Background: an optimization exercise with open tools, aiming at small area, a short achievable clock period and few clock cycles per item. Do not read the settings as production practice.
The RTL was checked by simulation tests, not by an equivalence proof against the original design.

==> flow/design.v, too long to show whole: its modules and the start of the top module <==
// module fft64_twiddle: 43 lines
// module fft64_benc: 22 lines
// module fft64_cmul: 1912 lines
// module fft64: 384 lines
// module fft64_bfly: 143 lines
module fft64 (
    input  wire        clk,
    input  wire        rst,
    input  wire        in_valid,
    output wire        in_ready,
    input  wire [15:0] in_re,
    input  wire [15:0] in_im,
    input  wire [17:0] in_coef,
    output wire        out_valid,
    input  wire        out_ready,
    output wire [23:0] out_re,
    output wire [23:0] out_im,
    output wire [3:0]  out_exp,
    output wire        out_sat,
    output wire        out_last
);
  // ...
==> flow/flow/run.sh <==
#!/bin/bash
# The standard layout (standard.sh: standard synthesis, then ORFS to
# finish) with one change: repair_timing aims at a setup slack margin of
# 17.8 ns, i.e. at paths of about 6.2 ns, well inside the 24 ns clock. The
# constraints and the clock period are unchanged.
set -euo pipefail
cd "$(dirname "${BASH_SOURCE[0]}")/.."
bash standard.sh SETUP_SLACK_MARGIN=17.8 finish > flow_finish.log 2>&1
==> flow/standard.sh <==
#!/bin/bash
# synth_recipe.tcl (not shown) runs the flow's synth.tcl, then flattens the netlist and writes it again
# the make line also repeats each setting of config.mk as NAME=value (left out here)
make -C /OpenROAD-flow-scripts/flow DESIGN_CONFIG=/design/flow/config.mk WORK_HOME=/design/flow/orfs CLKGATE_MAP_FILE= SYNTH_SCRIPT=/design/flow/synth_recipe.tcl "${@:-finish}"
==> flow/config.mk <==
export PLATFORM = sky130hd
export DESIGN_NAME = fft64
export DESIGN_NICKNAME = fft64
export VERILOG_FILES = /design/flow/design.v
export SDC_FILE = /design/flow/constraint.sdc
export NUM_CORES = 8
export LEC_CHECK = 0
export ABC_CLOCK_PERIOD_IN_PS = 6000
export CAP_MARGIN = 20
export CORE_MARGIN = 2
export CORE_UTILIZATION = 60
export PLACE_DENSITY = 0.7
export SLEW_MARGIN = 20
==> flow/constraint.sdc <==
create_clock -name core_clock -period 24.0 [get_ports {clk}]
set_input_delay 4.8000 -clock core_clock [delete_from_list [all_inputs] [get_ports {clk}]]
set_output_delay 4.8000 -clock core_clock [all_outputs]
set_load 0.01 [all_outputs]
==> load_flow_metrics.sql, run 1 <==
INSERT INTO impl_metrics (metric_group, metric, value, unit) VALUES
('status', 'status', 'finished clean', ''),
('cells_and_area', 'post_route_cells_drive_above_1_share', '0.130', ''),
('place', 'detailed_place.area', '213000', 'um^2'),
('place', 'port-buffer-count', '109', ''),
('cells_and_area', 'final_cell_mix', 'dfxtp_1 (3687), inv_1 (1592), xnor2_1 (1110), nand2_1 (1079), a221oi_1 (1048)', ''),
('cells_and_area', 'inverters', '1604', ''),
('cells_and_area', 'layout_commonest_cell', 'dfxtp_1', ''),
('logic_synthesis', 'xor_xnor_cell_area_share_of_the_yosys_netlist', '0.0830', ''),
('timing', 'finalSetupTns', '0', 'ps'),
('global_routing', 'use_met3', '0.162', ''),
('timing', 'timing.hold.ws', '270', 'ps'),
('route', 'routed_wirelength', '757000', 'um'),
('place', 'gpl.final_weighted_congestion', '1.01', ''),
('timing', 'number_of_slew_limit_violations_in_the_final_report', '0', ''),
('global_routing', 'grt.busiest_layer', 'met2', ''),
('route', 'ant_nets', '0', ''),
('floorplanning', 'floorplan.die.width', '594', 'um'),
('cells_and_area', 'area_share_clock_buf_inv', '0.0584', ''),
('cells_and_area', 'multi_input_cells', '13404', ''),
('logic_synthesis', 'synthesis.area', '209000', 'um^2'),
('cells_and_area', 'nNonClkBuffers', '692', ''),
('logic_synthesis', 'synth_top_area_cell', 'dfxtp_1', ''),
('critical_path', 'worstPathArrival', '1390', 'ps'),
('cells_and_area', 'final_cells', '25153', ''),
('critical_path', 'timing.critical_path.depth', '1', ''),
('critical_path', 'worst-endpoint-required', '19200', 'ps'),
('cells_and_area', 'finish.net_count', '21908', ''),
('timing', 'period_share', '0.258', ''),
('floorplanning', 'initial_utilization', '0.603', ''),
('cells_and_area', 'multi_input_area_share', '0.499', ''),
('logic_synthesis', 'synth_compound_gate_area_share', '0.170', '');
Testbench counts, summed over its fixed seeds: cycles 9,768, frames 64.
==> inputs of run 2 (changes only) <==
--- a/flow/design.v
+++ b/flow/design.v
@@ -230,31 +230,31 @@
     wire Rp0d5_ng = yr_neg[5];
     wire [26:0] Rp0d5_r;
-    assign Rp0d5_r[0] = ((yr_s1[5] & xr[0]) | (yr_s2[5] & 1'b0) | (yr_s3[5] & xr3[0]) | (yr_s4[5] & 1'b0)) ^ Rp0d5_ng;
-    assign Rp0d5_r[1] = ((yr_s1[5] & xr[1]) | (yr_s2[5] & xr[0]) | (yr_s3[5] & xr3[1]) | (yr_s4[5] & 1'b0)) ^ Rp0d5_ng;
-    assign Rp0d5_r[2] = ((yr_s1[5] & xr[2]) | (yr_s2[5] & xr[1]) | (yr_s3[5] & xr3[2]) | (yr_s4[5] & xr[0])) ^ Rp0d5_ng;
-    assign Rp0d5_r[3] = ((yr_s1[5] & xr[3]) | (yr_s2[5] & xr[2]) | (yr_s3[5] & xr3[3]) | (yr_s4[5] & xr[1])) ^ Rp0d5_ng;
-    assign Rp0d5_r[4] = ((yr_s1[5] & xr[4]) | (yr_s2[5] & xr[3]) | (yr_s3[5] & xr3[4]) | (yr_s4[5] & xr[2])) ^ Rp0d5_ng;
-    assign Rp0d5_r[5] = ((yr_s1[5] & xr[5]) | (yr_s2[5] & xr[4]) | (yr_s3[5] & xr3[5]) | (yr_s4[5] & xr[3])) ^ Rp0d5_ng;
-    assign Rp0d5_r[6] = ((yr_s1[5] & xr[6]) | (yr_s2[5] & xr[5]) | (yr_s3[5] & xr3[6]) | (yr_s4[5] & xr[4])) ^ Rp0d5_ng;
-    assign Rp0d5_r[7] = ((yr_s1[5] & xr[7]) | (yr_s2[5] & xr[6]) | (yr_s3[5] & xr3[7]) | (yr_s4[5] & xr[5])) ^ Rp0d5_ng;
-    assign Rp0d5_r[8] = ((yr_s1[5] & xr[8]) | (yr_s2[5] & xr[7]) | (yr_s3[5] & xr3[8]) | (yr_s4[5] & xr[6])) ^ Rp0d5_ng;
-    assign Rp0d5_r[9] = ((yr_s1[5] & xr[9]) | (yr_s2[5] & xr[8]) | (yr_s3[5] & xr3[9]) | (yr_s4[5] & xr[7])) ^ Rp0d5_ng;
-    assign Rp0d5_r[10] = ((yr_s1[5] & xr[10]) | (yr_s2[5] & xr[9]) | (yr_s3[5] & xr3[10]) | (yr_s4[5] & xr[8])) ^ Rp0d5_ng;
-    assign Rp0d5_r[11] = ((yr_s1[5] & xr[11]) | (yr_s2[5] & xr[10]) | (yr_s3[5] & xr3[11]) | (yr_s4[5] & xr[9])) ^ Rp0d5_ng;
-    assign Rp0d5_r[12] = ((yr_s1[5] & xr[12]) | (yr_s2[5] & xr[11]) | (yr_s3[5] & xr3[12]) | (yr_s4[5] & xr[10])) ^ Rp0d5_ng;
-    assign Rp0d5_r[13] = ((yr_s1[5] & xr[13]) | (yr_s2[5] & xr[12]) | (yr_s3[5] & xr3[13]) | (yr_s4[5] & xr[11])) ^ Rp0d5_ng;
-    assign Rp0d5_r[14] = ((yr_s1[5] & xr[14]) | (yr_s2[5] & xr[13]) | (yr_s3[5] & xr3[14]) | (yr_s4[5] & xr[12])) ^ Rp0d5_ng;
-    assign Rp0d5_r[15] = ((yr_s1[5] & xr[15]) | (yr_s2[5] & xr[14]) | (yr_s3[5] & xr3[15]) | (yr_s4[5] & xr[13])) ^ Rp0d5_ng;
-    assign Rp0d5_r[16] = ((yr_s1[5] & xr[16]) | (yr_s2[5] & xr[15]) | (yr_s3[5] & xr3[16]) | (yr_s4[5] & xr[14])) ^ Rp0d5_ng;
-    assign Rp0d5_r[17] = ((yr_s1[5] & xr[17]) | (yr_s2[5] & xr[16]) | (yr_s3[5] & xr3[17]) | (yr_s4[5] & xr[15])) ^ Rp0d5_ng;
-    assign Rp0d5_r[18] = ((yr_s1[5] & xr[18]) | (yr_s2[5] & xr[17]) | (yr_s3[5] & xr3[18]) | (yr_s4[5] & xr[16])) ^ Rp0d5_ng;
-    assign Rp0d5_r[19] = ((yr_s1[5] & xr[19]) | (yr_s2[5] & xr[18]) | (yr_s3[5] & xr3[19]) | (yr_s4[5] & xr[17])) ^ Rp0d5_ng;
-    assign Rp0d5_r[20] = ((yr_s1[5] & xr[20]) | (yr_s2[5] & xr[19]) | (yr_s3[5] & xr3[20]) | (yr_s4[5] & xr[18])) ^ Rp0d5_ng;
-    assign Rp0d5_r[21] = ((yr_s1[5] & xr[21]) | (yr_s2[5] & xr[20]) | (yr_s3[5] & xr3[21]) | (yr_s4[5] & xr[19])) ^ Rp0d5_ng;
-    assign Rp0d5_r[22] = ((yr_s1[5] & xr[22]) | (yr_s2[5] & xr[21]) | (yr_s3[5] & xr3[22]) | (yr_s4[5] & xr[20])) ^ Rp0d5_ng;
-    assign Rp0d5_r[23] = ((yr_s1[5] & xr[23]) | (yr_s2[5] & xr[22]) | (yr_s3[5] & xr3[23]) | (yr_s4[5] & xr[21])) ^ Rp0d5_ng;
-    assign Rp0d5_r[24] = ((yr_s1[5] & xr[24]) | (yr_s2[5] & xr[23]) | (yr_s3[5] & xr3[24]) | (yr_s4[5] & xr[22])) ^ Rp0d5_ng;
-    assign Rp0d5_r[25] = ((yr_s1[5] & xr[24]) | (yr_s2[5] & xr[24]) | (yr_s3[5] & xr3[25]) | (yr_s4[5] & xr[23])) ^ Rp0d5_ng;
-    assign Rp0d5_r[26] = ((yr_s1[5] & xr[24]) | (yr_s2[5] & xr[24]) | (yr_s3[5] & xr3[26]) | (yr_s4[5] & xr[24])) ^ Rp0d5_ng;
+    assign Rp0d5_r[0] = ((yr_s1[5] & xr[0]) | (yr_s2[5] & 1'b0)) ^ Rp0d5_ng;
+    assign Rp0d5_r[1] = ((yr_s1[5] & xr[1]) | (yr_s2[5] & xr[0])) ^ Rp0d5_ng;
+    assign Rp0d5_r[2] = ((yr_s1[5] & xr[2]) | (yr_s2[5] & xr[1])) ^ Rp0d5_ng;
+    assign Rp0d5_r[3] = ((yr_s1[5] & xr[3]) | (yr_s2[5] & xr[2])) ^ Rp0d5_ng;
+    assign Rp0d5_r[4] = ((yr_s1[5] & xr[4]) | (yr_s2[5] & xr[3])) ^ Rp0d5_ng;
+    assign Rp0d5_r[5] = ((yr_s1[5] & xr[5]) | (yr_s2[5] & xr[4])) ^ Rp0d5_ng;
+    assign Rp0d5_r[6] = ((yr_s1[5] & xr[6]) | (yr_s2[5] & xr[5])) ^ Rp0d5_ng;
+    assign Rp0d5_r[7] = ((yr_s1[5] & xr[7]) | (yr_s2[5] & xr[6])) ^ Rp0d5_ng;
+    assign Rp0d5_r[8] = ((yr_s1[5] & xr[8]) | (yr_s2[5] & xr[7])) ^ Rp0d5_ng;
+    assign Rp0d5_r[9] = ((yr_s1[5] & xr[9]) | (yr_s2[5] & xr[8])) ^ Rp0d5_ng;
+    assign Rp0d5_r[10] = ((yr_s1[5] & xr[10]) | (yr_s2[5] & xr[9])) ^ Rp0d5_ng;
+    assign Rp0d5_r[11] = ((yr_s1[5] & xr[11]) | (yr_s2[5] & xr[10])) ^ Rp0d5_ng;
+    assign Rp0d5_r[12] = ((yr_s1[5] & xr[12]) | (yr_s2[5] & xr[11])) ^ Rp0d5_ng;
+    assign Rp0d5_r[13] = ((yr_s1[5] & xr[13]) | (yr_s2[5] & xr[12])) ^ Rp0d5_ng;
+    assign Rp0d5_r[14] = ((yr_s1[5] & xr[14]) | (yr_s2[5] & xr[13])) ^ Rp0d5_ng;
+    assign Rp0d5_r[15] = ((yr_s1[5] & xr[15]) | (yr_s2[5] & xr[14])) ^ Rp0d5_ng;
+    assign Rp0d5_r[16] = ((yr_s1[5] & xr[16]) | (yr_s2[5] & xr[15])) ^ Rp0d5_ng;
+    assign Rp0d5_r[17] = ((yr_s1[5] & xr[17]) | (yr_s2[5] & xr[16])) ^ Rp0d5_ng;
+    assign Rp0d5_r[18] = ((yr_s1[5] & xr[18]) | (yr_s2[5] & xr[17])) ^ Rp0d5_ng;
+    assign Rp0d5_r[19] = ((yr_s1[5] & xr[19]) | (yr_s2[5] & xr[18])) ^ Rp0d5_ng;
+    assign Rp0d5_r[20] = ((yr_s1[5] & xr[20]) | (yr_s2[5] & xr[19])) ^ Rp0d5_ng;
+    assign Rp0d5_r[21] = ((yr_s1[5] & xr[21]) | (yr_s2[5] & xr[20])) ^ Rp0d5_ng;
+    assign Rp0d5_r[22] = ((yr_s1[5] & xr[22]) | (yr_s2[5] & xr[21])) ^ Rp0d5_ng;
+    assign Rp0d5_r[23] = ((yr_s1[5] & xr[23]) | (yr_s2[5] & xr[22])) ^ Rp0d5_ng;
+    assign Rp0d5_r[24] = ((yr_s1[5] & xr[24]) | (yr_s2[5] & xr[23])) ^ Rp0d5_ng;
+    assign Rp0d5_r[25] = ((yr_s1[5] & xr[24]) | (yr_s2[5] & xr[24])) ^ Rp0d5_ng;
+    assign Rp0d5_r[26] = ((yr_s1[5] & xr[24]) | (yr_s2[5] & xr[24])) ^ Rp0d5_ng;
     wire Rp1d0_ng = (yi_s1[0] | yi_s2[0] | yi_s3[0] | yi_s4[0]) & ~yi_neg[0];
     wire [26:0] Rp1d0_r;
@@ -402,33 +402,33 @@
     assign Rp1d4_r[25] = ((yi_s1[4] & xi[24]) | (yi_s2[4] & xi[24]) | (yi_s3[4] & xi3[25]) | (yi_s4[4] & xi[23])) ^ Rp1d4_ng;
     assign Rp1d4_r[26] = ((yi_s1[4] & xi[24]) | (yi_s2[4] & xi[24]) | (yi_s3[4] & xi3[26]) | (yi_s4[4] & xi[24])) ^ Rp1d4_ng;
-    wire Rp1d5_ng = (yi_s1[5] | yi_s2[5] | yi_s3[5] | yi_s4[5]) & ~yi_neg[5];
+    wire Rp1d5_ng = (yi_s1[5] | yi_s2[5]) & ~yi_neg[5];
     wire [26:0] Rp1d5_r;
-    assign Rp1d5_r[0] = ((yi_s1[5] & xi[0]) | (yi_s2[5] & 1'b0) | (yi_s3[5] & xi3[0]) | (yi_s4[5] & 1'b0)) ^ Rp1d5_ng;
-    assign Rp1d5_r[1] = ((yi_s1[5] & xi[1]) | (yi_s2[5] & xi[0]) | (yi_s3[5] & xi3[1]) | (yi_s4[5] & 1'b0)) ^ Rp1d5_ng;
-    assign Rp1d5_r[2] = ((yi_s1[5] & xi[2]) | (yi_s2[5] & xi[1]) | (yi_s3[5] & xi3[2]) | (yi_s4[5] & xi[0])) ^ Rp1d5_ng;
-    assign Rp1d5_r[3] = ((yi_s1[5] & xi[3]) | (yi_s2[5] & xi[2]) | (yi_s3[5] & xi3[3]) | (yi_s4[5] & xi[1])) ^ Rp1d5_ng;
-    assign Rp1d5_r[4] = ((yi_s1[5] & xi[4]) | (yi_s2[5] & xi[3]) | (yi_s3[5] & xi3[4]) | (yi_s4[5] & xi[2])) ^ Rp1d5_ng;
-    assign Rp1d5_r[5] = ((yi_s1[5] & xi[5]) | (yi_s2[5] & xi[4]) | (yi_s3[5] & xi3[5]) | (yi_s4[5] & xi[3])) ^ Rp1d5_ng;
-    assign Rp1d5_r[6] = ((yi_s1[5] & xi[6]) | (yi_s2[5] & xi[5]) | (yi_s3[5] & xi3[6]) | (yi_s4[5] & xi[4])) ^ Rp1d5_ng;
-    assign Rp1d5_r[7] = ((yi_s1[5] & xi[7]) | (yi_s2[5] & xi[6]) | (yi_s3[5] & xi3[7]) | (yi_s4[5] & xi[5])) ^ Rp1d5_ng;
-    assign Rp1d5_r[8] = ((yi_s1[5] & xi[8]) | (yi_s2[5] & xi[7]) | (yi_s3[5] & xi3[8]) | (yi_s4[5] & xi[6])) ^ Rp1d5_ng;
-    assign Rp1d5_r[9] = ((yi_s1[5] & xi[9]) | (yi_s2[5] & xi[8]) | (yi_s3[5] & xi3[9]) | (yi_s4[5] & xi[7])) ^ Rp1d5_ng;
-    assign Rp1d5_r[10] = ((yi_s1[5] & xi[10]) | (yi_s2[5] & xi[9]) | (yi_s3[5] & xi3[10]) | (yi_s4[5] & xi[8])) ^ Rp1d5_ng;
-    assign Rp1d5_r[11] = ((yi_s1[5] & xi[11]) | (yi_s2[5] & xi[10]) | (yi_s3[5] & xi3[11]) | (yi_s4[5] & xi[9])) ^ Rp1d5_ng;
-    assign Rp1d5_r[12] = ((yi_s1[5] & xi[12]) | (yi_s2[5] & xi[11]) | (yi_s3[5] & xi3[12]) | (yi_s4[5] & xi[10])) ^ Rp1d5_ng;
-    assign Rp1d5_r[13] = ((yi_s1[5] & xi[13]) | (yi_s2[5] & xi[12]) | (yi_s3[5] & xi3[13]) | (yi_s4[5] & xi[11])) ^ Rp1d5_ng;
-    assign Rp1d5_r[14] = ((yi_s1[5] & xi[14]) | (yi_s2[5] & xi[13]) | (yi_s3[5] & xi3[14]) | (yi_s4[5] & xi[12])) ^ Rp1d5_ng;
-    assign Rp1d5_r[15] = ((yi_s1[5] & xi[15]) | (yi_s2[5] & xi[14]) | (yi_s3[5] & xi3[15]) | (yi_s4[5] & xi[13])) ^ Rp1d5_ng;
-    assign Rp1d5_r[16] = ((yi_s1[5] & xi[16]) | (yi_s2[5] & xi[15]) | (yi_s3[5] & xi3[16]) | (yi_s4[5] & xi[14])) ^ Rp1d5_ng;
-    assign Rp1d5_r[17] = ((yi_s1[5] & xi[17]) | (yi_s2[5] & xi[16]) | (yi_s3[5] & xi3[17]) | (yi_s4[5] & xi[15])) ^ Rp1d5_ng;
-    assign Rp1d5_r[18] = ((yi_s1[5] & xi[18]) | (yi_s2[5] & xi[17]) | (yi_s3[5] & xi3[18]) | (yi_s4[5] & xi[16])) ^ Rp1d5_ng;
-    assign Rp1d5_r[19] = ((yi_s1[5] & xi[19]) | (yi_s2[5] & xi[18]) | (yi_s3[5] & xi3[19]) | (yi_s4[5] & xi[17])) ^ Rp1d5_ng;
-    assign Rp1d5_r[20] = ((yi_s1[5] & xi[20]) | (yi_s2[5] & xi[19]) | (yi_s3[5] & xi3[20]) | (yi_s4[5] & xi[18])) ^ Rp1d5_ng;
-    assign Rp1d5_r[21] = ((yi_s1[5] & xi[21]) | (yi_s2[5] & xi[20]) | (yi_s3[5] & xi3[21]) | (yi_s4[5] & xi[19])) ^ Rp1d5_ng;
-    assign Rp1d5_r[22] = ((yi_s1[5] & xi[22]) | (yi_s2[5] & xi[21]) | (yi_s3[5] & xi3[22]) | (yi_s4[5] & xi[20])) ^ Rp1d5_ng;
-    assign Rp1d5_r[23] = ((yi_s1[5] & xi[23]) | (yi_s2[5] & xi[22]) | (yi_s3[5] & xi3[23]) | (yi_s4[5] & xi[21])) ^ Rp1d5_ng;
-    assign Rp1d5_r[24] = ((yi_s1[5] & xi[24]) | (yi_s2[5] & xi[23]) | (yi_s3[5] & xi3[24]) | (yi_s4[5] & xi[22])) ^ Rp1d5_ng;
-    assign Rp1d5_r[25] = ((yi_s1[5] & xi[24]) | (yi_s2[5] & xi[24]) | (yi_s3[5] & xi3[25]) | (yi_s4[5] & xi[23])) ^ Rp1d5_ng;
-    assign Rp1d5_r[26] = ((yi_s1[5] & xi[24]) | (yi_s2[5] & xi[24]) | (yi_s3[5] & xi3[26]) | (yi_s4[5] & xi[24])) ^ Rp1d5_ng;
+    assign Rp1d5_r[0] = ((yi_s1[5] & xi[0]) | (yi_s2[5] & 1'b0)) ^ Rp1d5_ng;
+    assign Rp1d5_r[1] = ((yi_s1[5] & xi[1]) | (yi_s2[5] & xi[0])) ^ Rp1d5_ng;
+    assign Rp1d5_r[2] = ((yi_s1[5] & xi[2]) | (yi_s2[5] & xi[1])) ^ Rp1d5_ng;
+    assign Rp1d5_r[3] = ((yi_s1[5] & xi[3]) | (yi_s2[5] & xi[2])) ^ Rp1d5_ng;
+    assign Rp1d5_r[4] = ((yi_s1[5] & xi[4]) | (yi_s2[5] & xi[3])) ^ Rp1d5_ng;
+    assign Rp1d5_r[5] = ((yi_s1[5] & xi[5]) | (yi_s2[5] & xi[4])) ^ Rp1d5_ng;
+    assign Rp1d5_r[6] = ((yi_s1[5] & xi[6]) | (yi_s2[5] & xi[5])) ^ Rp1d5_ng;
+    assign Rp1d5_r[7] = ((yi_s1[5] & xi[7]) | (yi_s2[5] & xi[6])) ^ Rp1d5_ng;
+    assign Rp1d5_r[8] = ((yi_s1[5] & xi[8]) | (yi_s2[5] & xi[7])) ^ Rp1d5_ng;
+    assign Rp1d5_r[9] = ((yi_s1[5] & xi[9]) | (yi_s2[5] & xi[8])) ^ Rp1d5_ng;
+    assign Rp1d5_r[10] = ((yi_s1[5] & xi[10]) | (yi_s2[5] & xi[9])) ^ Rp1d5_ng;
+    assign Rp1d5_r[11] = ((yi_s1[5] & xi[11]) | (yi_s2[5] & xi[10])) ^ Rp1d5_ng;
+    assign Rp1d5_r[12] = ((yi_s1[5] & xi[12]) | (yi_s2[5] & xi[11])) ^ Rp1d5_ng;
+    assign Rp1d5_r[13] = ((yi_s1[5] & xi[13]) | (yi_s2[5] & xi[12])) ^ Rp1d5_ng;
+    assign Rp1d5_r[14] = ((yi_s1[5] & xi[14]) | (yi_s2[5] & xi[13])) ^ Rp1d5_ng;
+    assign Rp1d5_r[15] = ((yi_s1[5] & xi[15]) | (yi_s2[5] & xi[14])) ^ Rp1d5_ng;
+    assign Rp1d5_r[16] = ((yi_s1[5] & xi[16]) | (yi_s2[5] & xi[15])) ^ Rp1d5_ng;
+    assign Rp1d5_r[17] = ((yi_s1[5] & xi[17]) | (yi_s2[5] & xi[16])) ^ Rp1d5_ng;
+    assign Rp1d5_r[18] = ((yi_s1[5] & xi[18]) | (yi_s2[5] & xi[17])) ^ Rp1d5_ng;
+    assign Rp1d5_r[19] = ((yi_s1[5] & xi[19]) | (yi_s2[5] & xi[18])) ^ Rp1d5_ng;
+    assign Rp1d5_r[20] = ((yi_s1[5] & xi[20]) | (yi_s2[5] & xi[19])) ^ Rp1d5_ng;
+    assign Rp1d5_r[21] = ((yi_s1[5] & xi[21]) | (yi_s2[5] & xi[20])) ^ Rp1d5_ng;
+    assign Rp1d5_r[22] = ((yi_s1[5] & xi[22]) | (yi_s2[5] & xi[21])) ^ Rp1d5_ng;
+    assign Rp1d5_r[23] = ((yi_s1[5] & xi[23]) | (yi_s2[5] & xi[22])) ^ Rp1d5_ng;
+    assign Rp1d5_r[24] = ((yi_s1[5] & xi[24]) | (yi_s2[5] & xi[23])) ^ Rp1d5_ng;
+    assign Rp1d5_r[25] = ((yi_s1[5] & xi[24]) | (yi_s2[5] & xi[24])) ^ Rp1d5_ng;
+    assign Rp1d5_r[26] = ((yi_s1[5] & xi[24]) | (yi_s2[5] & xi[24])) ^ Rp1d5_ng;
     wire Rs0 = Rp0d0_r[15] ^ Rp0d1_r[12] ^ Rp0d2_r[9];
     wire Rc0 = (Rp0d0_r[15] & Rp0d1_r[12]) | (Rp0d0_r[15] & Rp0d2_r[9]) | (Rp0d1_r[12] & Rp0d2_r[9]);
@@ -1176,31 +1176,31 @@
     wire Ip0d5_ng = yi_neg[5];
     wire [26:0] Ip0d5_r;
-    assign Ip0d5_r[0] = ((yi_s1[5] & xr[0]) | (yi_s2[5] & 1'b0) | (yi_s3[5] & xr3[0]) | (yi_s4[5] & 1'b0)) ^ Ip0d5_ng;
-    assign Ip0d5_r[1] = ((yi_s1[5] & xr[1]) | (yi_s2[5] & xr[0]) | (yi_s3[5] & xr3[1]) | (yi_s4[5] & 1'b0)) ^ Ip0d5_ng;
-    assign Ip0d5_r[2] = ((yi_s1[5] & xr[2]) | (yi_s2[5] & xr[1]) | (yi_s3[5] & xr3[2]) | (yi_s4[5] & xr[0])) ^ Ip0d5_ng;
-    assign Ip0d5_r[3] = ((yi_s1[5] & xr[3]) | (yi_s2[5] & xr[2]) | (yi_s3[5] & xr3[3]) | (yi_s4[5] & xr[1])) ^ Ip0d5_ng;
-    assign Ip0d5_r[4] = ((yi_s1[5] & xr[4]) | (yi_s2[5] & xr[3]) | (yi_s3[5] & xr3[4]) | (yi_s4[5] & xr[2])) ^ Ip0d5_ng;
-    assign Ip0d5_r[5] = ((yi_s1[5] & xr[5]) | (yi_s2[5] & xr[4]) | (yi_s3[5] & xr3[5]) | (yi_s4[5] & xr[3])) ^ Ip0d5_ng;
-    assign Ip0d5_r[6] = ((yi_s1[5] & xr[6]) | (yi_s2[5] & xr[5]) | (yi_s3[5] & xr3[6]) | (yi_s4[5] & xr[4])) ^ Ip0d5_ng;
-    assign Ip0d5_r[7] = ((yi_s1[5] & xr[7]) | (yi_s2[5] & xr[6]) | (yi_s3[5] & xr3[7]) | (yi_s4[5] & xr[5])) ^ Ip0d5_ng;
-    assign Ip0d5_r[8] = ((yi_s1[5] & xr[8]) | (yi_s2[5] & xr[7]) | (yi_s3[5] & xr3[8]) | (yi_s4[5] & xr[6])) ^ Ip0d5_ng;
-    assign Ip0d5_r[9] = ((yi_s1[5] & xr[9]) | (yi_s2[5] & xr[8]) | (yi_s3[5] & xr3[9]) | (yi_s4[5] & xr[7])) ^ Ip0d5_ng;
-    assign Ip0d5_r[10] = ((yi_s1[5] & xr[10]) | (yi_s2[5] & xr[9]) | (yi_s3[5] & xr3[10]) | (yi_s4[5] & xr[8])) ^ Ip0d5_ng;
-    assign Ip0d5_r[11] = ((yi_s1[5] & xr[11]) | (yi_s2[5] & xr[10]) | (yi_s3[5] & xr3[11]) | (yi_s4[5] & xr[9])) ^ Ip0d5_ng;
-    assign Ip0d5_r[12] = ((yi_s1[5] & xr[12]) | (yi_s2[5] & xr[11]) | (yi_s3[5] & xr3[12]) | (yi_s4[5] & xr[10])) ^ Ip0d5_ng;
-    assign Ip0d5_r[13] = ((yi_s1[5] & xr[13]) | (yi_s2[5] & xr[12]) | (yi_s3[5] & xr3[13]) | (yi_s4[5] & xr[11])) ^ Ip0d5_ng;
-    assign Ip0d5_r[14] = ((yi_s1[5] & xr[14]) | (yi_s2[5] & xr[13]) | (yi_s3[5] & xr3[14]) | (yi_s4[5] & xr[12])) ^ Ip0d5_ng;
-    assign Ip0d5_r[15] = ((yi_s1[5] & xr[15]) | (yi_s2[5] & xr[14]) | (yi_s3[5] & xr3[15]) | (yi_s4[5] & xr[13])) ^ Ip0d5_ng;
-    assign Ip0d5_r[16] = ((yi_s1[5] & xr[16]) | (yi_s2[5] & xr[15]) | (yi_s3[5] & xr3[16]) | (yi_s4[5] & xr[14])) ^ Ip0d5_ng;
-    assign Ip0d5_r[17] = ((yi_s1[5] & xr[17]) | (yi_s2[5] & xr[16]) | (yi_s3[5] & xr3[17]) | (yi_s4[5] & xr[15])) ^ Ip0d5_ng;
-    assign Ip0d5_r[18] = ((yi_s1[5] & xr[18]) | (yi_s2[5] & xr[17]) | (yi_s3[5] & xr3[18]) | (yi_s4[5] & xr[16])) ^ Ip0d5_ng;
-    assign Ip0d5_r[19] = ((yi_s1[5] & xr[19]) | (yi_s2[5] & xr[18]) | (yi_s3[5] & xr3[19]) | (yi_s4[5] & xr[17])) ^ Ip0d5_ng;
-    assign Ip0d5_r[20] = ((yi_s1[5] & xr[20]) | (yi_s2[5] & xr[19]) | (yi_s3[5] & xr3[20]) | (yi_s4[5] & xr[18])) ^ Ip0d5_ng;
-    assign Ip0d5_r[21] = ((yi_s1[5] & xr[21]) | (yi_s2[5] & xr[20]) | (yi_s3[5] & xr3[21]) | (yi_s4[5] & xr[19])) ^ Ip0d5_ng;
-    assign Ip0d5_r[22] = ((yi_s1[5] & xr[22]) | (yi_s2[5] & xr[21]) | (yi_s3[5] & xr3[22]) | (yi_s4[5] & xr[20])) ^ Ip0d5_ng;
-    assign Ip0d5_r[23] = ((yi_s1[5] & xr[23]) | (yi_s2[5] & xr[22]) | (yi_s3[5] & xr3[23]) | (yi_s4[5] & xr[21])) ^ Ip0d5_ng;
-    assign Ip0d5_r[24] = ((yi_s1[5] & xr[24]) | (yi_s2[5] & xr[23]) | (yi_s3[5] & xr3[24]) | (yi_s4[5] & xr[22])) ^ Ip0d5_ng;
-    assign Ip0d5_r[25] = ((yi_s1[5] & xr[24]) | (yi_s2[5] & xr[24]) | (yi_s3[5] & xr3[25]) | (yi_s4[5] & xr[23])) ^ Ip0d5_ng;
-    assign Ip0d5_r[26] = ((yi_s1[5] & xr[24]) | (yi_s2[5] & xr[24]) | (yi_s3[5] & xr3[26]) | (yi_s4[5] & xr[24])) ^ Ip0d5_ng;
+    assign Ip0d5_r[0] = ((yi_s1[5] & xr[0]) | (yi_s2[5] & 1'b0)) ^ Ip0d5_ng;
+    assign Ip0d5_r[1] = ((yi_s1[5] & xr[1]) | (yi_s2[5] & xr[0])) ^ Ip0d5_ng;
+    assign Ip0d5_r[2] = ((yi_s1[5] & xr[2]) | (yi_s2[5] & xr[1])) ^ Ip0d5_ng;
+    assign Ip0d5_r[3] = ((yi_s1[5] & xr[3]) | (yi_s2[5] & xr[2])) ^ Ip0d5_ng;
+    assign Ip0d5_r[4] = ((yi_s1[5] & xr[4]) | (yi_s2[5] & xr[3])) ^ Ip0d5_ng;
+    assign Ip0d5_r[5] = ((yi_s1[5] & xr[5]) | (yi_s2[5] & xr[4])) ^ Ip0d5_ng;
+    assign Ip0d5_r[6] = ((yi_s1[5] & xr[6]) | (yi_s2[5] & xr[5])) ^ Ip0d5_ng;
+    assign Ip0d5_r[7] = ((yi_s1[5] & xr[7]) | (yi_s2[5] & xr[6])) ^ Ip0d5_ng;
+    assign Ip0d5_r[8] = ((yi_s1[5] & xr[8]) | (yi_s2[5] & xr[7])) ^ Ip0d5_ng;
+    assign Ip0d5_r[9] = ((yi_s1[5] & xr[9]) | (yi_s2[5] & xr[8])) ^ Ip0d5_ng;
+    assign Ip0d5_r[10] = ((yi_s1[5] & xr[10]) | (yi_s2[5] & xr[9])) ^ Ip0d5_ng;
+    assign Ip0d5_r[11] = ((yi_s1[5] & xr[11]) | (yi_s2[5] & xr[10])) ^ Ip0d5_ng;
+    assign Ip0d5_r[12] = ((yi_s1[5] & xr[12]) | (yi_s2[5] & xr[11])) ^ Ip0d5_ng;
+    assign Ip0d5_r[13] = ((yi_s1[5] & xr[13]) | (yi_s2[5] & xr[12])) ^ Ip0d5_ng;
+    assign Ip0d5_r[14] = ((yi_s1[5] & xr[14]) | (yi_s2[5] & xr[13])) ^ Ip0d5_ng;
+    assign Ip0d5_r[15] = ((yi_s1[5] & xr[15]) | (yi_s2[5] & xr[14])) ^ Ip0d5_ng;
+    assign Ip0d5_r[16] = ((yi_s1[5] & xr[16]) | (yi_s2[5] & xr[15])) ^ Ip0d5_ng;
+    assign Ip0d5_r[17] = ((yi_s1[5] & xr[17]) | (yi_s2[5] & xr[16])) ^ Ip0d5_ng;
+    assign Ip0d5_r[18] = ((yi_s1[5] & xr[18]) | (yi_s2[5] & xr[17])) ^ Ip0d5_ng;
+    assign Ip0d5_r[19] = ((yi_s1[5] & xr[19]) | (yi_s2[5] & xr[18])) ^ Ip0d5_ng;
+    assign Ip0d5_r[20] = ((yi_s1[5] & xr[20]) | (yi_s2[5] & xr[19])) ^ Ip0d5_ng;
+    assign Ip0d5_r[21] = ((yi_s1[5] & xr[21]) | (yi_s2[5] & xr[20])) ^ Ip0d5_ng;
+    assign Ip0d5_r[22] = ((yi_s1[5] & xr[22]) | (yi_s2[5] & xr[21])) ^ Ip0d5_ng;
+    assign Ip0d5_r[23] = ((yi_s1[5] & xr[23]) | (yi_s2[5] & xr[22])) ^ Ip0d5_ng;
+    assign Ip0d5_r[24] = ((yi_s1[5] & xr[24]) | (yi_s2[5] & xr[23])) ^ Ip0d5_ng;
+    assign Ip0d5_r[25] = ((yi_s1[5] & xr[24]) | (yi_s2[5] & xr[24])) ^ Ip0d5_ng;
+    assign Ip0d5_r[26] = ((yi_s1[5] & xr[24]) | (yi_s2[5] & xr[24])) ^ Ip0d5_ng;
     wire Ip1d0_ng = yr_neg[0];
     wire [26:0] Ip1d0_r;
@@ -1350,31 +1350,31 @@
     wire Ip1d5_ng = yr_neg[5];
     wire [26:0] Ip1d5_r;
-    assign Ip1d5_r[0] = ((yr_s1[5] & xi[0]) | (yr_s2[5] & 1'b0) | (yr_s3[5] & xi3[0]) | (yr_s4[5] & 1'b0)) ^ Ip1d5_ng;
-    assign Ip1d5_r[1] = ((yr_s1[5] & xi[1]) | (yr_s2[5] & xi[0]) | (yr_s3[5] & xi3[1]) | (yr_s4[5] & 1'b0)) ^ Ip1d5_ng;
-    assign Ip1d5_r[2] = ((yr_s1[5] & xi[2]) | (yr_s2[5] & xi[1]) | (yr_s3[5] & xi3[2]) | (yr_s4[5] & xi[0])) ^ Ip1d5_ng;
-    assign Ip1d5_r[3] = ((yr_s1[5] & xi[3]) | (yr_s2[5] & xi[2]) | (yr_s3[5] & xi3[3]) | (yr_s4[5] & xi[1])) ^ Ip1d5_ng;
-    assign Ip1d5_r[4] = ((yr_s1[5] & xi[4]) | (yr_s2[5] & xi[3]) | (yr_s3[5] & xi3[4]) | (yr_s4[5] & xi[2])) ^ Ip1d5_ng;
-    assign Ip1d5_r[5] = ((yr_s1[5] & xi[5]) | (yr_s2[5] & xi[4]) | (yr_s3[5] & xi3[5]) | (yr_s4[5] & xi[3])) ^ Ip1d5_ng;
-    assign Ip1d5_r[6] = ((yr_s1[5] & xi[6]) | (yr_s2[5] & xi[5]) | (yr_s3[5] & xi3[6]) | (yr_s4[5] & xi[4])) ^ Ip1d5_ng;
-    assign Ip1d5_r[7] = ((yr_s1[5] & xi[7]) | (yr_s2[5] & xi[6]) | (yr_s3[5] & xi3[7]) | (yr_s4[5] & xi[5])) ^ Ip1d5_ng;
-    assign Ip1d5_r[8] = ((yr_s1[5] & xi[8]) | (yr_s2[5] & xi[7]) | (yr_s3[5] & xi3[8]) | (yr_s4[5] & xi[6])) ^ Ip1d5_ng;
-    assign Ip1d5_r[9] = ((yr_s1[5] & xi[9]) | (yr_s2[5] & xi[8]) | (yr_s3[5] & xi3[9]) | (yr_s4[5] & xi[7])) ^ Ip1d5_ng;
-    assign Ip1d5_r[10] = ((yr_s1[5] & xi[10]) | (yr_s2[5] & xi[9]) | (yr_s3[5] & xi3[10]) | (yr_s4[5] & xi[8])) ^ Ip1d5_ng;
-    assign Ip1d5_r[11] = ((yr_s1[5] & xi[11]) | (yr_s2[5] & xi[10]) | (yr_s3[5] & xi3[11]) | (yr_s4[5] & xi[9])) ^ Ip1d5_ng;
-    assign Ip1d5_r[12] = ((yr_s1[5] & xi[12]) | (yr_s2[5] & xi[11]) | (yr_s3[5] & xi3[12]) | (yr_s4[5] & xi[10])) ^ Ip1d5_ng;
-    assign Ip1d5_r[13] = ((yr_s1[5] & xi[13]) | (yr_s2[5] & xi[12]) | (yr_s3[5] & xi3[13]) | (yr_s4[5] & xi[11])) ^ Ip1d5_ng;
-    assign Ip1d5_r[14] = ((yr_s1[5] & xi[14]) | (yr_s2[5] & xi[13]) | (yr_s3[5] & xi3[14]) | (yr_s4[5] & xi[12])) ^ Ip1d5_ng;
-    assign Ip1d5_r[15] = ((yr_s1[5] & xi[15]) | (yr_s2[5] & xi[14]) | (yr_s3[5] & xi3[15]) | (yr_s4[5] & xi[13])) ^ Ip1d5_ng;
-    assign Ip1d5_r[16] = ((yr_s1[5] & xi[16]) | (yr_s2[5] & xi[15]) | (yr_s3[5] & xi3[16]) | (yr_s4[5] & xi[14])) ^ Ip1d5_ng;
-    assign Ip1d5_r[17] = ((yr_s1[5] & xi[17]) | (yr_s2[5] & xi[16]) | (yr_s3[5] & xi3[17]) | (yr_s4[5] & xi[15])) ^ Ip1d5_ng;
-    assign Ip1d5_r[18] = ((yr_s1[5] & xi[18]) | (yr_s2[5] & xi[17]) | (yr_s3[5] & xi3[18]) | (yr_s4[5] & xi[16])) ^ Ip1d5_ng;
-    assign Ip1d5_r[19] = ((yr_s1[5] & xi[19]) | (yr_s2[5] & xi[18]) | (yr_s3[5] & xi3[19]) | (yr_s4[5] & xi[17])) ^ Ip1d5_ng;
-    assign Ip1d5_r[20] = ((yr_s1[5] & xi[20]) | (yr_s2[5] & xi[19]) | (yr_s3[5] & xi3[20]) | (yr_s4[5] & xi[18])) ^ Ip1d5_ng;
-    assign Ip1d5_r[21] = ((yr_s1[5] & xi[21]) | (yr_s2[5] & xi[20]) | (yr_s3[5] & xi3[21]) | (yr_s4[5] & xi[19])) ^ Ip1d5_ng;
-    assign Ip1d5_r[22] = ((yr_s1[5] & xi[22]) | (yr_s2[5] & xi[21]) | (yr_s3[5] & xi3[22]) | (yr_s4[5] & xi[20])) ^ Ip1d5_ng;
-    assign Ip1d5_r[23] = ((yr_s1[5] & xi[23]) | (yr_s2[5] & xi[22]) | (yr_s3[5] & xi3[23]) | (yr_s4[5] & xi[21])) ^ Ip1d5_ng;
-    assign Ip1d5_r[24] = ((yr_s1[5] & xi[24]) | (yr_s2[5] & xi[23]) | (yr_s3[5] & xi3[24]) | (yr_s4[5] & xi[22])) ^ Ip1d5_ng;
-    assign Ip1d5_r[25] = ((yr_s1[5] & xi[24]) | (yr_s2[5] & xi[24]) | (yr_s3[5] & xi3[25]) | (yr_s4[5] & xi[23])) ^ Ip1d5_ng;
-    assign Ip1d5_r[26] = ((yr_s1[5] & xi[24]) | (yr_s2[5] & xi[24]) | (yr_s3[5] & xi3[26]) | (yr_s4[5] & xi[24])) ^ Ip1d5_ng;
+    assign Ip1d5_r[0] = ((yr_s1[5] & xi[0]) | (yr_s2[5] & 1'b0)) ^ Ip1d5_ng;
+    assign Ip1d5_r[1] = ((yr_s1[5] & xi[1]) | (yr_s2[5] & xi[0])) ^ Ip1d5_ng;
+    assign Ip1d5_r[2] = ((yr_s1[5] & xi[2]) | (yr_s2[5] & xi[1])) ^ Ip1d5_ng;
+    assign Ip1d5_r[3] = ((yr_s1[5] & xi[3]) | (yr_s2[5] & xi[2])) ^ Ip1d5_ng;
+    assign Ip1d5_r[4] = ((yr_s1[5] & xi[4]) | (yr_s2[5] & xi[3])) ^ Ip1d5_ng;
+    assign Ip1d5_r[5] = ((yr_s1[5] & xi[5]) | (yr_s2[5] & xi[4])) ^ Ip1d5_ng;
+    assign Ip1d5_r[6] = ((yr_s1[5] & xi[6]) | (yr_s2[5] & xi[5])) ^ Ip1d5_ng;
+    assign Ip1d5_r[7] = ((yr_s1[5] & xi[7]) | (yr_s2[5] & xi[6])) ^ Ip1d5_ng;
+    assign Ip1d5_r[8] = ((yr_s1[5] & xi[8]) | (yr_s2[5] & xi[7])) ^ Ip1d5_ng;
+    assign Ip1d5_r[9] = ((yr_s1[5] & xi[9]) | (yr_s2[5] & xi[8])) ^ Ip1d5_ng;
+    assign Ip1d5_r[10] = ((yr_s1[5] & xi[10]) | (yr_s2[5] & xi[9])) ^ Ip1d5_ng;
+    assign Ip1d5_r[11] = ((yr_s1[5] & xi[11]) | (yr_s2[5] & xi[10])) ^ Ip1d5_ng;
+    assign Ip1d5_r[12] = ((yr_s1[5] & xi[12]) | (yr_s2[5] & xi[11])) ^ Ip1d5_ng;
+    assign Ip1d5_r[13] = ((yr_s1[5] & xi[13]) | (yr_s2[5] & xi[12])) ^ Ip1d5_ng;
+    assign Ip1d5_r[14] = ((yr_s1[5] & xi[14]) | (yr_s2[5] & xi[13])) ^ Ip1d5_ng;
+    assign Ip1d5_r[15] = ((yr_s1[5] & xi[15]) | (yr_s2[5] & xi[14])) ^ Ip1d5_ng;
+    assign Ip1d5_r[16] = ((yr_s1[5] & xi[16]) | (yr_s2[5] & xi[15])) ^ Ip1d5_ng;
+    assign Ip1d5_r[17] = ((yr_s1[5] & xi[17]) | (yr_s2[5] & xi[16])) ^ Ip1d5_ng;
+    assign Ip1d5_r[18] = ((yr_s1[5] & xi[18]) | (yr_s2[5] & xi[17])) ^ Ip1d5_ng;
+    assign Ip1d5_r[19] = ((yr_s1[5] & xi[19]) | (yr_s2[5] & xi[18])) ^ Ip1d5_ng;
+    assign Ip1d5_r[20] = ((yr_s1[5] & xi[20]) | (yr_s2[5] & xi[19])) ^ Ip1d5_ng;
+    assign Ip1d5_r[21] = ((yr_s1[5] & xi[21]) | (yr_s2[5] & xi[20])) ^ Ip1d5_ng;
+    assign Ip1d5_r[22] = ((yr_s1[5] & xi[22]) | (yr_s2[5] & xi[21])) ^ Ip1d5_ng;
+    assign Ip1d5_r[23] = ((yr_s1[5] & xi[23]) | (yr_s2[5] & xi[22])) ^ Ip1d5_ng;
+    assign Ip1d5_r[24] = ((yr_s1[5] & xi[24]) | (yr_s2[5] & xi[23])) ^ Ip1d5_ng;
+    assign Ip1d5_r[25] = ((yr_s1[5] & xi[24]) | (yr_s2[5] & xi[24])) ^ Ip1d5_ng;
+    assign Ip1d5_r[26] = ((yr_s1[5] & xi[24]) | (yr_s2[5] & xi[24])) ^ Ip1d5_ng;
     wire Is0 = Ip0d0_r[15] ^ Ip0d1_r[12] ^ Ip0d2_r[9];
     wire Ic0 = (Ip0d0_r[15] & Ip0d1_r[12]) | (Ip0d0_r[15] & Ip0d2_r[9]) | (Ip0d1_r[12] & Ip0d2_r[9]);
@@ -2005,7 +2005,9 @@
     reg [15:0] b_re, b_im;
     reg [17:0] b_c;
-    reg        in_rdy;
+    reg        in_rdy;      
+    reg        in_rdy_p;    
     reg  [2:0] cnt;         
     reg        ov;          
+    reg        ov_p;        
     reg [53:0] q0;          
     reg [53:0] qh;          
@@ -2035,5 +2037,7 @@
     reg        st_q;                    
     reg        mrg0, mrg1;              
-    reg  [4:0] tw0i, tw1i;              
+    reg        ug0, ug1;                
+    reg  [4:0] twi;                     
+    reg        st5;                     
     wire       in_fire  = in_valid & in_rdy;
     wire       pop      = ov & out_ready;
@@ -2115,4 +2119,5 @@
             bv       <= 1'b0;
             in_rdy   <= ~rst;
+            in_rdy_p <= ~rst;
             cnt      <= 3'd0;
             en_c     <= 1'b0;
@@ -2127,6 +2132,8 @@
             mrg0     <= 1'b0;
             mrg1     <= 1'b0;
-            tw0i     <= 5'd0;
-            tw1i     <= 5'd0;
+            ug0      <= 1'b0;
+            ug1      <= 1'b0;
+            twi      <= 5'd0;
+            st5      <= 1'b0;
         end else begin
             cap      <= cap_nx;
@@ -2136,6 +2143,8 @@
             mrg0     <= capb & (out_idx_n[5:4] == 2'd0) & (pop ? qok1 : qok0);
             mrg1     <= capb & (out_idx_n[5:4] == 2'd1) & (pop ? qok1 : qok0);
-            tw0i     <= twi_n;
-            tw1i     <= (pass_n == 3'd5) ? {1'b1, lbl_n} : twi_n;
+            ug0      <= stage_n | (capb & (out_idx_n[5:4] == 2'd0) & (pop ? qok1 : qok0));
+            ug1      <= stage_n | (capb & (out_idx_n[5:4] == 2'd1) & (pop ? qok1 : qok0));
+            twi      <= twi_n;
+            st5      <= (pass_n == 3'd5);
             lbl      <= lbl_n;
             pass     <= pass_n;
@@ -2146,5 +2155,6 @@
             ins_idx  <= ins_idx_n;
             bv       <= bv_n;
-            in_rdy   <= in_rdy_n & ~rst;
+            in_rdy   <= in_rdy_n;
+            in_rdy_p <= in_rdy_n & ~rst;
             cnt      <= cnt_n;
             en_c     <= (pas1_n == 3'd5) | (pas1_n == 3'd1);
@@ -2224,4 +2234,5 @@
         if (rs) begin
             ov  <= 1'b0;
+            ov_p <= 1'b0;
             qwp <= 2'd0;
             qrp <= 2'd0;
@@ -2231,17 +2242,19 @@
                 if (qbn != 2'd0) begin
                     ov  <= 1'b1;
+                    ov_p <= 1'b1;
                     qrp <= (qrp == 2'd2) ? 2'd0 : qrp + 2'd1;
                 end else begin
                     ov <= qwr;
+                    ov_p <= qwr;
                 end
             end
             if (qwr & ~(q0_load & (qbn == 2'd0)))
                 qwp <= (qwp == 2'd2) ? 2'd0 : qwp + 2'd1;
-            if (rst) ov <= 1'b0;
+            if (rst) ov_p <= 1'b0;
             qbn <= qbn + {1'b0, qwr & ~(q0_load & (qbn == 2'd0))} - {1'b0, q0_load & (qbn != 2'd0)};
         end
     end
-    assign in_ready  = in_rdy;
-    assign out_valid = ov;
+    assign in_ready  = in_rdy_p;
+    assign out_valid = ov_p;
     assign out_re    = q0[53:30];
     assign out_im    = q0[29:6];
@@ -2270,16 +2283,35 @@
     assign last3  = last3_r;
     assign lpass3 = lp3_r;
+    wire signed [17:0] rom_re, rom_im;
+    fft64_twiddle u_tw (.idx(twi), .tw_re(rom_re), .tw_im(rom_im));
+    wire signed [17:0] ya = ins ? {{2{b_re[15]}}, b_re} : rom_re;
+    wire signed [17:0] yb = ins ? {{2{b_im[15]}}, b_im} : rom_im;
+    wire [5:0] a_s1, a_s2, a_s3, a_s4, a_ng, b_s1, b_s2, b_s3, b_s4, b_ng;
+    wire [5:0] c_s1, c_s2, c_s3, c_s4, c_ng;
+    fft64_benc u_ea (.y(ya), .s1(a_s1), .s2(a_s2), .s3(a_s3), .s4(a_s4), .neg(a_ng));
+    fft64_benc u_eb (.y(yb), .s1(b_s1), .s2(b_s2), .s3(b_s3), .s4(b_s4), .neg(b_ng));
+    fft64_benc u_ec (.y(-18'sd65536), .s1(c_s1), .s2(c_s2), .s3(c_s3), .s4(c_s4), .neg(c_ng));
+    wire [29:0] dA  = {a_s1, a_s2, a_s3, a_s4, a_ng};
+    wire [29:0] dB  = {b_s1, b_s2, b_s3, b_s4, b_ng};
+    wire [29:0] dnA = {a_s1, a_s2, a_s3, a_s4, (a_s1 | a_s2 | a_s3 | a_s4) & ~a_ng};
+    wire [29:0] dC  = {c_s1, c_s2, c_s3, c_s4, c_ng};
+    wire byp0 = ~stage & ~(ins & ~ins_ch[1]);
+    wire byp1 = ~stage & ~(ins & ins_ch[1]);
+    wire [29:0] yr0 = byp0 ? dC : dA;
+    wire [29:0] yi0 = byp0 ? 30'd0 : dB;
+    wire [29:0] yr1 = byp1 ? dC : (st5 ? dB : dA);
+    wire [29:0] yi1 = byp1 ? 30'd0 : (st5 ? dnA : dB);
     fft64_bfly u_bf0 (
-        .clk(clk), .rst(rs), .a(hd0), .b(hd1), .twidx(tw0i),
-        .stage(stage), .mrg(mrg0),
+        .clk(clk), .rst(rs), .a(hd0), .b(hd1), .yr(yr0), .yi(yi0),
+        .stage(stage), .mrg(mrg0), .ug(ug0),
         .win(ins & ~ins_ch[1]), .winp(ins & ~ins_ch[1] & ~ins_ch[0]),
-        .s_re(b_re), .s_im(b_im), .s_c(b_c), .kreg(kreg),
+        .s_c(b_c), .kreg(kreg),
         .op(o0), .oq(o1), .d(d0), .fl(fl0), .wsat(ws0)
     );
     fft64_bfly u_bf1 (
-        .clk(clk), .rst(rs), .a(hd2), .b(hd3), .twidx(tw1i),
-        .stage(stage), .mrg(mrg1),
+        .clk(clk), .rst(rs), .a(hd2), .b(hd3), .yr(yr1), .yi(yi1),
+        .stage(stage), .mrg(mrg1), .ug(ug1),
         .win(ins & ins_ch[1]), .winp(ins & ins_ch[1] & ~ins_ch[0]),
-        .s_re(b_re), .s_im(b_im), .s_c(b_c), .kreg(kreg),
+        .s_c(b_c), .kreg(kreg),
         .op(o2), .oq(o3), .d(d1), .fl(fl1), .wsat(ws1)
     );
@@ -2365,11 +2397,11 @@
     input  wire [47:0] a,
     input  wire [47:0] b,
-    input  wire [4:0]  twidx,    
+    input  wire [29:0] yr,       
+    input  wire [29:0] yi,       
     input  wire        stage,    
     input  wire        mrg,      
+    input  wire        ug,       
     input  wire        win,      
     input  wire        winp,     
-    input  wire [15:0] s_re,
-    input  wire [15:0] s_im,
     input  wire [17:0] s_c,
     input  wire [1:0]  kreg,
@@ -2380,6 +2412,4 @@
     output wire        wsat
 );
-    wire signed [17:0] rom_re, rom_im;
-    fft64_twiddle u_tw (.idx(twidx), .tw_re(rom_re), .tw_im(rom_im));
     wire signed [23:0] a_re = a[47:24], a_im = a[23:0];
     wire signed [23:0] b_re = b[47:24], b_im = b[23:0];
@@ -2388,6 +2418,6 @@
     wire signed [24:0] sum_re = (sa ? a_re : 24'sd0) + (sb ? b_re : 24'sd0);
     wire signed [24:0] sum_im = (sa ? a_im : 24'sd0) + (sb ? b_im : 24'sd0);
-    wire signed [23:0] u_re = (stage | mrg) ? a_re : 24'sd0;
-    wire signed [23:0] u_im = (stage | mrg) ? a_im : 24'sd0;
+    wire signed [23:0] u_re = ug ? a_re : 24'sd0;
+    wire signed [23:0] u_im = ug ? a_im : 24'sd0;
     wire signed [24:0] dd_re = u_re - b_re;
     wire signed [24:0] dd_im = u_im - b_im;
@@ -2395,11 +2425,9 @@
     wire signed [24:0] x_re = win ? $signed({{7{s_c[17]}}, s_c}) : dd_re;
     wire signed [24:0] x_im = win ? 25'sd0 : dd_im;
-    wire signed [17:0] y_re = win ? {{2{s_re[15]}}, s_re} : (stage ? rom_re : -18'sd65536);
-    wire signed [17:0] y_im = win ? {{2{s_im[15]}}, s_im} : (stage ? rom_im : 18'sd0);
     wire signed [26:0] x3_re = {{2{x_re[24]}}, x_re} + {x_re[24], x_re, 1'b0};
     wire signed [26:0] x3_im = {{2{x_im[24]}}, x_im} + {x_im[24], x_im, 1'b0};
     wire [5:0] yr_s1, yr_s2, yr_s3, yr_s4, yr_neg, yi_s1, yi_s2, yi_s3, yi_s4, yi_neg;
-    fft64_benc u_er (.y(y_re), .s1(yr_s1), .s2(yr_s2), .s3(yr_s3), .s4(yr_s4), .neg(yr_neg));
-    fft64_benc u_ei (.y(y_im), .s1(yi_s1), .s2(yi_s2), .s3(yi_s3), .s4(yi_s4), .neg(yi_neg));
+    assign {yr_s1, yr_s2, yr_s3, yr_s4, yr_neg} = yr;
+    assign {yi_s1, yi_s2, yi_s3, yi_s4, yi_neg} = yi;
     wire       swp1 = mrg | winp;
     wire [1:0] pm1  = stage ? 2'd0 : (win ? 2'd1 : 2'd2);
==> run 2 against run 1 <==
Compared with the run above: highest routed layer unchanged; clock skew shrank 30 ps; synthesized cell count shrank 2.0%; still clean on timing, DRC and antenna.
==> load_flow_metrics.sql, run 2 <==
INSERT INTO impl_metrics (metric_group, metric, value, unit) VALUES
('status', 'status', 'finished clean', ''),
('critical_path', 'timing.critical_path.cells', 'buf_6', ''),
('place', 'gpl.final_weighted_congestion', '1.05', ''),
('clock_network', 'clk_pin_slew_worst_paths', '60', 'ps'),
('cells_and_area', 'syn2layout_area_growth', '9.77', '%'),
('route', 'route.detailed.drc', '0', ''),
('critical_path', 'worst-r2r-cell-count', '25', ''),
('worst_hold_path', 'hold_depth', '0', ''),
('logic_synthesis', 'synthArstFlopShare', '0', ''),
('floorplanning', 'floorplan.die.width', '590', 'um'),
('floorplanning', 'die_area', '348000', 'um^2'),
('cells_and_area', 'layout_commonest_cell', 'dfxtp_1', ''),
('route', 'ant_nets', '0', ''),
('clock_network', 'clk-insertion-delay-late', '980', 'ps'),
('worst_hold_path', 'hold_path_class', 'register to register', ''),
('logic_synthesis', 'synthesis.area', '206000', 'um^2'),
('critical_path', 'crit_path_max_fanout', '3', ''),
('cells_and_area', 'stdcell_area', '226000', 'um^2'),
('global_routing', 'wire_length_of_the_first_global_routing_pass', '1060000', 'um'),
('critical_path', 'worstReg2RegStart', 'u_bf0.p2_ib[20]', ''),
('global_routing', 'grt_pass1_vias', '153661', ''),
('logic_synthesis', 'yosysWarningCount', '3', ''),
('floorplanning', 'die_height', '590', 'um'),
('logic_synthesis', 'synth_largest_type_area_fraction', '0.373', ''),
('timing', 'number_of_slew_limit_violations_in_the_final_report', '0', ''),
('critical_path', 'worstSetupEndpointType', 'output port', ''),
('worst_hold_path', 'timing.hold.worst.start', 'ch2[439]', ''),
('critical_path', 'worst-endpoint-required', '19200', 'ps'),
('floorplanning', 'initial_utilization', '0.602', ''),
('place', 'detailed_place.area', '210000', 'um^2'),
('critical_path', 'reg2reg_slack', '17860', 'ps'),
('worst_hold_path', 'hold-path-endpoint', 'ch2[487]', ''),
('clock_network', 'cts_tree', 'yes', ''),
('route', 'wl_per_cell', '29.9', 'um'),
('place', 'dp_worst_setup_slack', '16190', 'ps'),
('clock_network', 'tritoncts.num_buffers', '385', ''),
('cells_and_area', 'final_cell_mix', 'dfxtp_1 (3653), inv_1 (1620), xnor2_1 (1102), nor2_1 (1086), fa_1 (1006)', ''),
('critical_path', 'worst_path_dominant_cell_family', 'flip-flops', ''),
('timing', 'finalSetupTns', '0', 'ps'),
('timing', 'worst-slew-pin-transition', '1300', 'ps'),
('global_routing', 'grt_max_degree', '137', ''),
('timing', 'period_share', '0.263', ''),
('place', 'post-dp-hpwl', '518000', 'um'),
('logic_synthesis', 'yosys_most_used_dff', 'dfxtp_1', ''),
('flow_run', 'maxCapViolCount', '0', ''),
('logic_synthesis', 'synth_top_area_cell', 'dfxtp_1', ''),
('logic_synthesis', 'seq_area_frac_synth', '0.404', ''),
('cells_and_area', 'final_cells', '24766', ''),
('logic_synthesis', 'most_common_cell_in_the_synthesized_netlist', 'dfxtp_1', ''),
('clock_network', 'cts-hold-fix-buffers', '0', ''),
('critical_path', 'library_cell_contributing_the_largest_single_delay_on_the_critical_path', 'dfxtp_4', ''),
('timing', 'finalSetupViolations', '0', ''),
('timing', 'rsz0062_at_grt', 'yes', ''),
('clock_network', 'cts-htree-levels', '5', ''),
('global_routing', 'grt_overflow', '0', ''),
('logic_synthesis', 'synth-edff-count', '212', ''),
('logic_synthesis', 'post_synthesis_average_cell_area', '10.1', 'um^2'),
('place', 'port-buffer-count', '109', ''),
('route', 'vias', '163705', ''),
('clock_network', 'clockRootBuffer', 'clkbuf_16', ''),
('place', 'dp_cells', '23801', ''),
('cells_and_area', 'finish.net_count', '21432', ''),
('route', 'routed_wirelength', '740000', 'um'),
('logic_synthesis', 'synth_fp_nets', '22172', ''),
('floorplanning', 'design.portCount', '110', ''),
('clock_network', 'cts_buffer_depth', '4', ''),
('critical_path', 'worstPathArrival', '1510', 'ps'),
('logic_synthesis', 'netlist-cell-type-count', '134', ''),
('cells_and_area', 'post_route_cells_drive_above_1_share', '0.128', '');
run 2: cell types whose count changed in the layout (fill, tap and decap cells not counted), sizes merged, moves of 43 or more:
cell and delta:
a21oi -121, a22o -94, a22oi +84, a221oi -101, and3 -68, nand2 -112
nor2 +94, buf -93, nor2b -43, diode +89
run 2: kinds of logic (layout without fill, tap and decap cells):
| logic type | count (synthesis) | in the layout | share of synthesized area |
|---|---|---|---|
| AOI/OAI and AO/OA | 4620 | 4620 | 0.169 |
| muxes | 984 | 984 | 0.0547 |
| adders and majority gates | 1674 | 1674 | 0.139 |
| buffers and inverters | 3359 | 2943 | 0.0615 |
| and+or+nand+nor | 3818 | 3819 | 0.0896 |
| xor gates and xnor gates | 1942 | 1942 | 0.0828 |
| other | 0 | 180 | 0 |
| DFF | 4047 | 4047 | 0.404 |
run 2: worst max-delay path by stage:
stage / end / slack (ps) / cells after the start
global placement: in_rdy / 16170 / 13
CTS: out_valid / 17640 / 1
detailed placement: in_rdy / 16190 / 13
global route: out_valid / 17500 / 1
floorplan: qbn[1] / 17800 / 10
finish: out_valid / 17690 / 1
run 2: repair_timing:
action,CTS,global route
pin swaps,33,72
endpoints found under the hold margin,0,0
cloned,0,2
buffers inserted,23,47
gates resized for setup,474,240
setup endpoints to repair,117,88
run 2: metrics by stage:
| step | util | hold slack [ps] |
|---|---|---|
| floorplan | - | 310 |
| global placement | 0.613 | 309 |
| detailed placement | 0.613 | 312 |
| CTS | 0.655 | 273 |
| global route | 0.660 | 272 |
| finish | 0.661 | 279 |
run 2: area by class of cell:
| class | instances | area [um^2] |
|---|---|---|
| fillers | 26938 | 116000 |
| multi-input cells | 13039 | 112000 |
| inverters | 1633 | 6150 |
| clock inverters | 189 | 2590 |
| flip-flops and latches | 4047 | 83400 |
| diodes | 180 | 450 |
| clock buffers | 523 | 10900 |
| well taps | 4557 | 5700 |
| repair buffers | 598 | 4780 |
run 2: metal layers:
metal | wire length, um | vias up | track usage
li1 | - | 69877 | -
met3 | 103000 | 2982 | 0.171
met2 | 288000 | 11368 | 0.558
met5 | 1220 | - | 0.0151
met4 | 56300 | 88 | 0.250
met1 | 292000 | 79390 | 0.549
Testbench counts of run 2, summed over its fixed seeds: cycles 9,768, frames 64.

-- re-timing with driven ports --
The flow's constraints put no driver on any port. The routed layouts listed below were extracted and timed again, unchanged, in two steps.
Step 1 assumes that a clkbuf_16 drives the clock port and a buf_2 every other input.
Step 2 adds t to the input delays and takes it off the output delays; t is the mean of the earliest and latest rising clock arrival at the registers after step 1. Input paths then give back, and output paths get back, about the clock's delay inside the block.
Three values: ideal ports, drivers, drivers and shift; two values: the first two.
run | t (ns) | setup slack, ns | pins driven straight from the clock port
run 1 | 1.052 | 17.807 / 17.697 / 17.116 | 1
run 2 | 1.066 | 17.693 / 17.573 / 17.120 | 1
After both steps setup and hold are still met in every run listed. For run 1, which loses most, drivers alone change the setup slack by -0.110 ns; drivers and shift together by -0.691 ns.
